Source: an optimization exercise on an open RTL-to-GDS flow (aim: small area, a short achievable clock period and few clock cycles per item). Production flows keep margins and buffers that such runs may drop. Only simulation tests tie the RTL to the original design; equivalence was not proved.

==> try-nickel: inputs <==
// rs_line_decoder
module rs_line_decoder (
    input  wire         clk,
    input  wire         rst,
    input  wire         in_valid,
    output wire         in_ready,
    input  wire [639:0] in_line,
    input  wire [36:0]  in_addr,
    output wire         out_valid,
    output wire [575:0] out_words,
    output wire         out_poison,
    output wire [2:0]   out_nerr
);
Settings: LEC_CHECK=0, CAP_MARGIN=40, CORE_MARGIN=2, CORE_UTILIZATION=45, PLACE_DENSITY=0.6, SETUP_SLACK_MARGIN=4.5, SLEW_MARGIN=40; clock period 9.0 ns.
run.sh (not shown) runs the stock make flow with config.mk's settings and CLKGATE_MAP_FILE= SYNTH_SCRIPT=/design/flow/synth_recipe.tcl, a recipe that flattens the netlist after the stock synthesis.
==> try-ember: changes against try-nickel <==
--- a/flow/design.v
+++ b/flow/design.v
@@ -444,19 +444,21 @@
     generate
         for (gj = 0; gj < 8; gj = gj + 1) begin : g_ss
             assign Ssrc[gj] = bm_take_d ? S_nx[gj] : S[gj];
         end
     endgenerate
     reg  syn_zero;               
     wire src_zero = ((Ssrc[0] | Ssrc[1] | Ssrc[2] | Ssrc[3] | Ssrc[4] | Ssrc[5] | Ssrc[6] | Ssrc[7]) == 8'h00);
     wire s0_nz = (Ssrc[0] != 8'h00);
-    wire bm_fin_now = ((bst == B_OM) && bom2) || ((bst == B_IT) && syn_zero);
-    wire bm_has     = bm_fin_now || (bst == B_DONE);
-    assign bm_idle = (bst == B_IDLE) || (bm_has && c_take);
+    reg  bhand;                  
+    wire bm_has  = ((bst == B_OM) && !bhand) || ((bst == B_IT) && syn_zero) || (bst == B_DONE);
+    assign bm_idle = (bst == B_IDLE) ||
+                     ((bst == B_OM) && bom2 && (bhand || c_take)) ||
+                     (((bst == B_DONE) || ((bst == B_IT) && syn_zero)) && c_take);
     always @(posedge clk) begin
         if (rst) begin
             bst <= B_IDLE;
         end else if (kill && ((bm_pre && (bst != B_IDLE)) || (bm_take && (rd_cnt == C_DONE)))) begin
             bst <= B_IDLE;
         end else begin
             case (bst)
                 B_IDLE, B_DONE: begin
@@ -468,17 +470,17 @@
                 end
                 B_IT: begin
                     if (syn_zero)
                         bst <= bm_take ? B_IT : (c_take ? B_IDLE : B_DONE);
                     else if (bstep == 3'd7)
                         bst <= B_OM;
                 end
                 B_OM: begin
-                    if (bom2) bst <= bm_take ? B_IT : (c_take ? B_IDLE : B_DONE);
+                    if (bom2) bst <= bm_take ? B_IT : ((bhand || c_take) ? B_IDLE : B_DONE);
                 end
                 default: bst <= B_IDLE;
             endcase
         end
         if (accept) bm_pre <= 1'b0;
         if (bm_take) begin
             bm_pre <= (rd_cnt == C_DONE) && !accept;
             for (j = 0; j < 8; j = j + 1) SR[j] <= Ssrc[(j + 1) % 8];
@@ -510,41 +512,56 @@
                 for (j = 0; j < 8; j = j + 1) SR[j] <= SR[(j + 4) % 8];
                 H[0] <= SR[3]; H[1] <= SR[2]; H[2] <= SR[1]; H[3] <= 8'h00;
             end else begin
                 for (j = 0; j < 8; j = j + 1) SR[j] <= SR[(j + 1) % 8];
                 H[0] <= SR[0]; H[1] <= H[0]; H[2] <= H[1]; H[3] <= H[2];
             end
         end else if (bst == B_OM) begin
             if (!bom2) begin
-                omg[3] <= delta;
-                omg[2] <= gsum;
                 for (j = 0; j < 8; j = j + 1) SR[j] <= SR[(j + 6) % 8];
                 H[0] <= SR[5]; H[1] <= 8'h00; H[2] <= 8'h00; H[3] <= 8'h00;
                 bom2 <= 1'b1;
             end else begin
+                bom2 <= 1'b0;
+            end
+        end
+        if (bst == B_OM) begin
+            if (!bom2) begin
+                omg[3] <= delta;
+                omg[2] <= gsum;
+            end else begin
                 omg[1] <= delta;
                 omg[0] <= gsum;
-                bom2 <= 1'b0;
             end
         end
+        if (bm_take)
+            bhand <= 1'b0;
+        else if ((bst == B_OM) && !bom2 && c_take)
+            bhand <= 1'b1;
     end
     reg        c_busy, c_run;
     reg  [3:0] cw;               
     reg  [8:0] cex;              
     reg  [2:0] ccnt;             
     reg  [3:0] clen;
     reg  [7:0] R [0:4];
     reg  [7:0] W [0:3];
     assign c_take = bm_has && (!c_busy || out_valid) && !(kill && bm_pre);
+    reg  wpend, adv_d;
     wire [7:0] om_h [0:3];
-    assign om_h[0] = (bst == B_OM) ? gsum  : omg[0];
-    assign om_h[1] = (bst == B_OM) ? delta : omg[1];
+    assign om_h[0] = ((bst == B_OM) && bom2) ? gsum  : omg[0];
+    assign om_h[1] = ((bst == B_OM) && bom2) ? delta : omg[1];
     assign om_h[2] = omg[2];
     assign om_h[3] = omg[3];
+    always @(posedge clk) begin
+        if (rst) wpend <= 1'b0;
+        else     wpend <= c_take;
+        adv_d <= advance;
+    end
     wire [8:0] lroot;
     wire [7:0] l_odd [0:8];
     wire [7:0] l_om  [0:8];
     generate
         for (gi = 0; gi < 9; gi = gi + 1) begin : g_ch
             localparam [7:0] A1 = apow(gi);
             localparam [7:0] A2 = apow(2 * gi);
             localparam [7:0] A3 = apow(3 * gi);
@@ -571,34 +588,34 @@
         for (i = 1; i < 9; i = i + 1) below[i] = below[i-1] | lroot[i-1];
         pick_oh = lroot & ~below;
         pick = 4'd0;
         for (i = 0; i < 9; i = i + 1)
             if (pick_oh[i]) pick = pick | i[3:0];
     end
     wire any_root = |lroot;
     reg  [7:0] pk_odd, pk_om;
+    reg  [8:0] x_poh;            
     always @(*) begin
         pk_odd = 8'h00;
         pk_om  = 8'h00;
-        for (i = 0; i < 9; i = i + 1)
-            if (pick_oh[i]) begin
-                pk_odd = pk_odd | l_odd[i];
-                pk_om  = pk_om | l_om[i];
-            end
+        for (i = 0; i < 9; i = i + 1) begin
+            if (pick_oh[i]) pk_odd = pk_odd | l_odd[i];
+            if (x_poh[i])   pk_om  = pk_om | l_om[i];
+        end
     end
     wire more_roots = |(lroot & below);
     reg  last_cnt;               
     wire last_root  = any_root && last_cnt;
     wire advance    = !(any_root && more_roots);
     reg  cw8;                    
-    wire c_end      = c_run && (last_root || (advance && cw8));
+    wire c_end      = c_run && (last_root || (advance && !cw8 && (cw == 4'd7)));
     reg        x_v;
     reg  [3:0] x_w, x_b;
-    reg  [7:0] x_odd, x_om;
+    reg  [7:0] x_odd;
     reg        f_v;
     reg  [3:0] f_w, f_b;
     reg  [7:0] f_inv, f_om;
     reg  [3:0] e_w [0:3];
     reg  [3:0] e_b [0:3];
     reg  [7:0] e_v [0:3];
     reg  [3:0] e_ok;             
     reg  [1:0] e_n;
@@ -611,18 +628,18 @@
             f_v    <= 1'b0;
             e_ok   <= 4'd0;
         end else begin
             if (c_take) begin
                 c_busy   <= 1'b1;
                 clen     <= blen;
                 ccnt     <= 3'd0;
                 last_cnt <= (blen == 4'd1);
-                cw       <= 4'd0;
-                cw8      <= 1'b0;
+                cw       <= 4'd8;
+                cw8      <= 1'b1;
                 cex      <= 9'd0;
                 c_run    <= (blen != 4'd0) && (blen <= 4'd4);
                 cpoi     <= (blen > 4'd4);
                 x_v      <= 1'b0;
                 f_v      <= 1'b0;
                 e_ok     <= 4'd0;
                 e_n      <= 2'd0;
             end else begin
@@ -632,63 +649,64 @@
                         c_run <= 1'b0;
                         cpoi  <= !last_root;
                     end
                     if (any_root) begin
                         ccnt     <= ccnt + 3'd1;
                         last_cnt <= ({1'b0, ccnt} + 4'd2 == clen);
                     end
                     if (advance) begin
-                        cw  <= cw + 4'd1;
-                        cw8 <= (cw == 4'd7);
+                        cw  <= cw8 ? 4'd0 : cw + 4'd1;
+                        cw8 <= 1'b0;
                         cex <= 9'd0;
                     end else begin
                         cex <= cex | pick_oh;
                     end
                 end
                 x_v <= c_run && any_root;
                 f_v <= x_v;
                 if (f_v) begin
                     e_ok[e_n] <= 1'b1;
                     e_n <= e_n + 2'd1;
                 end
             end
         end
         x_w   <= cw;
         x_b   <= pick;
         x_odd <= pk_odd;
-        x_om  <= pk_om;
+        x_poh <= pick_oh;
         f_w   <= x_w;
         f_b   <= x_b;
         f_inv <= gf_inv(x_odd);
-        f_om  <= x_om;
+        f_om  <= pk_om;
         if (f_v) begin
             e_w[e_n] <= f_w;
             e_b[e_n] <= f_b;
             e_v[e_n] <= gf_mul(f_om, f_inv);
         end
     end
     wire c_stop = c_busy && !c_run;
     wire cfin   = c_stop && !x_v && !f_v;
     always @(posedge clk) begin
         if (c_take) R[0] <= lam[0];
-        if (c_take) W[0] <= om_h[0];
+        if (wpend) W[0] <= om_h[0];
     end
     generate
         for (gi = 1; gi < 5; gi = gi + 1) begin : g_rr
-            localparam [7:0] CI = apow(-79 * gi);
-            localparam [7:0] CU = apow(9 * gi);
+            localparam [7:0] CI = apow(-7 * gi);     
+            localparam [7:0] C8 = apow(-72 * gi);    
+            localparam [7:0] CU = apow(9 * gi);      
             always @(posedge clk) begin
                 if (c_take) R[gi] <= gf_mul(lam[gi], CI);
-                else if (advance) R[gi] <= gf_mul(R[gi], CU);
+                else if (advance) R[gi] <= cw8 ? gf_mul(R[gi], C8) : gf_mul(R[gi], CU);
             end
             if (gi < 4) begin : g_w
                 always @(posedge clk) begin
-                    if (c_take) W[gi] <= gf_mul(om_h[gi], CI);
-                    else if (advance) W[gi] <= gf_mul(W[gi], CU);
+                    if (wpend) W[gi] <= gf_mul(om_h[gi], CI);
+                    else if (adv_d) W[gi] <= (x_w == 4'd8) ? gf_mul(W[gi], C8) : gf_mul(W[gi], CU);
                 end
             end
         end
     endgenerate
     localparam [2:0] PH0 = 3'd3;     
     reg  [71:0] RW [0:7];
     reg  [2:0]  ph;                  
     reg         r_busy;
@@ -717,17 +735,17 @@
             else if (f_v && e_n == i)
                 em[i] <= (f_w == {1'b0, ph_nx});
             else
                 em[i] <= e_ok[i] && (e_w[i] == {1'b0, ph_nx});
             if (f_v && e_n == i)
                 for (j = 0; j < 9; j = j + 1) e_boh[i][j] <= (f_b == j);
         end
     end
-    wire        resolved = (c_stop || ({1'b0, ph} < cw)) &&
+    wire        resolved = (c_stop || (!cw8 && ({1'b0, ph} < cw))) &&
                            !(x_v && x_w == {1'b0, ph}) && !(f_v && f_w == {1'b0, ph});
     wire        apply    = r_busy && c_busy && !pmode && !wdone[ph] && resolved;
     wire [71:0] pw       = {8'hff, 20'h00000, 4'h0, r_addr, ph};
     wire [71:0] head_new = pmode ? pw : (apply ? (RW[0] ^ corr) : RW[0]);
     wire ready7 = r_busy && c_busy && cfin && (ph == 3'd7) &&
                   (cpoi ? (pmode && (&(wdone | 8'h80)))
                         : (&(wdone | {apply, 7'd0} | ~need)));
     reg  ov_r, op_r;
- CAP_MARGIN: 40 -> 60
- CORE_UTILIZATION: 45 -> 30
- GPL_TIMING_DRIVEN: default -> 1
- PLACE_DENSITY: 0.6 -> 0.4
- SETUP_SLACK_MARGIN: 4.5 -> 3
- SLEW_MARGIN: 40 -> 60
==> flow_summary.yaml <==
floorplan:
  rows: 172
outcome:
  failing_step: "5_1_grt"
  firstError: "[ERROR GRT-0116] Global routing finished with congestion. Check the congestion regions in the DRC Viewer."
  status: "aborted with a tool error"
place:
  gp_congestion: 1.268
  dp_hpwl_mm: 593.0
synth:
  synth_adder_area_share_pct: 0.7974
global_route:
  gr-usage-met2_pct: 88.42
clocking:
  post-cts-setup-buffers: 215
-- figures above: try-nickel

==> flow_summary.yaml <==
synth:
  synth_adder_area_share_pct: 0.7586
  synth_warnings: 12
  ys_top_cells_by_count: "xnor2_1 (3,221), nand2_1 (2,721), xor2_1 (891)"
  synth_mux_area_share_pct: 2.144
layout:
  largestRegisters: "RW (576), mreg (128), S (64)"
  clock_area_share_pct: 4.218
floorplan:
  die_w_um: 581.2
  rows: 211
place:
  dp_hpwl_mm: 717.3
global_route:
  grt_usage_pct: 52.60
  gr-usage-met2_pct: 72.61
worst_setup_path:
  cp_max_fo: 17
sta:
  tightest_slew_ps: 859.6
clocking:
  clk_path_buf_depth: 4
outcome:
  status: "complete, no violations"
-- figures above: try-ember

Testbench counts of try-nickel, summed over its fixed seeds: cycles 24,840, lines 1,920.
Testbench counts of try-ember, summed over its fixed seeds: cycles 24,488, lines 1,920.

-- re-timing with driven ports --
In the flow no input, the clock included, has a driving cell. The finished layout below was timed again as built, in two steps. Step 1: set_driving_cell puts a clkbuf_16 on clk and a buf_2 on each other input, an assumption about the parent block. Step 2 moves the port delays by t, midway between the first and last clock arrival at a register: inputs arrive t later, outputs are due t later. That takes back most of the time a late clock gives input paths. Slacks: ideal / step 1 / step 2; pairs: ideal / step 1.
run: try-ember
t, ns: 1.084
setup slack, ns: 3.071 / 3.071 / 2.568
latest minus earliest clock arrival (ns): 0.121 / 0.120
After both steps setup and hold are still met in try-ember. The setup slack of try-ember moves by 0.000 ns with the drivers and by -0.503 ns with both steps.
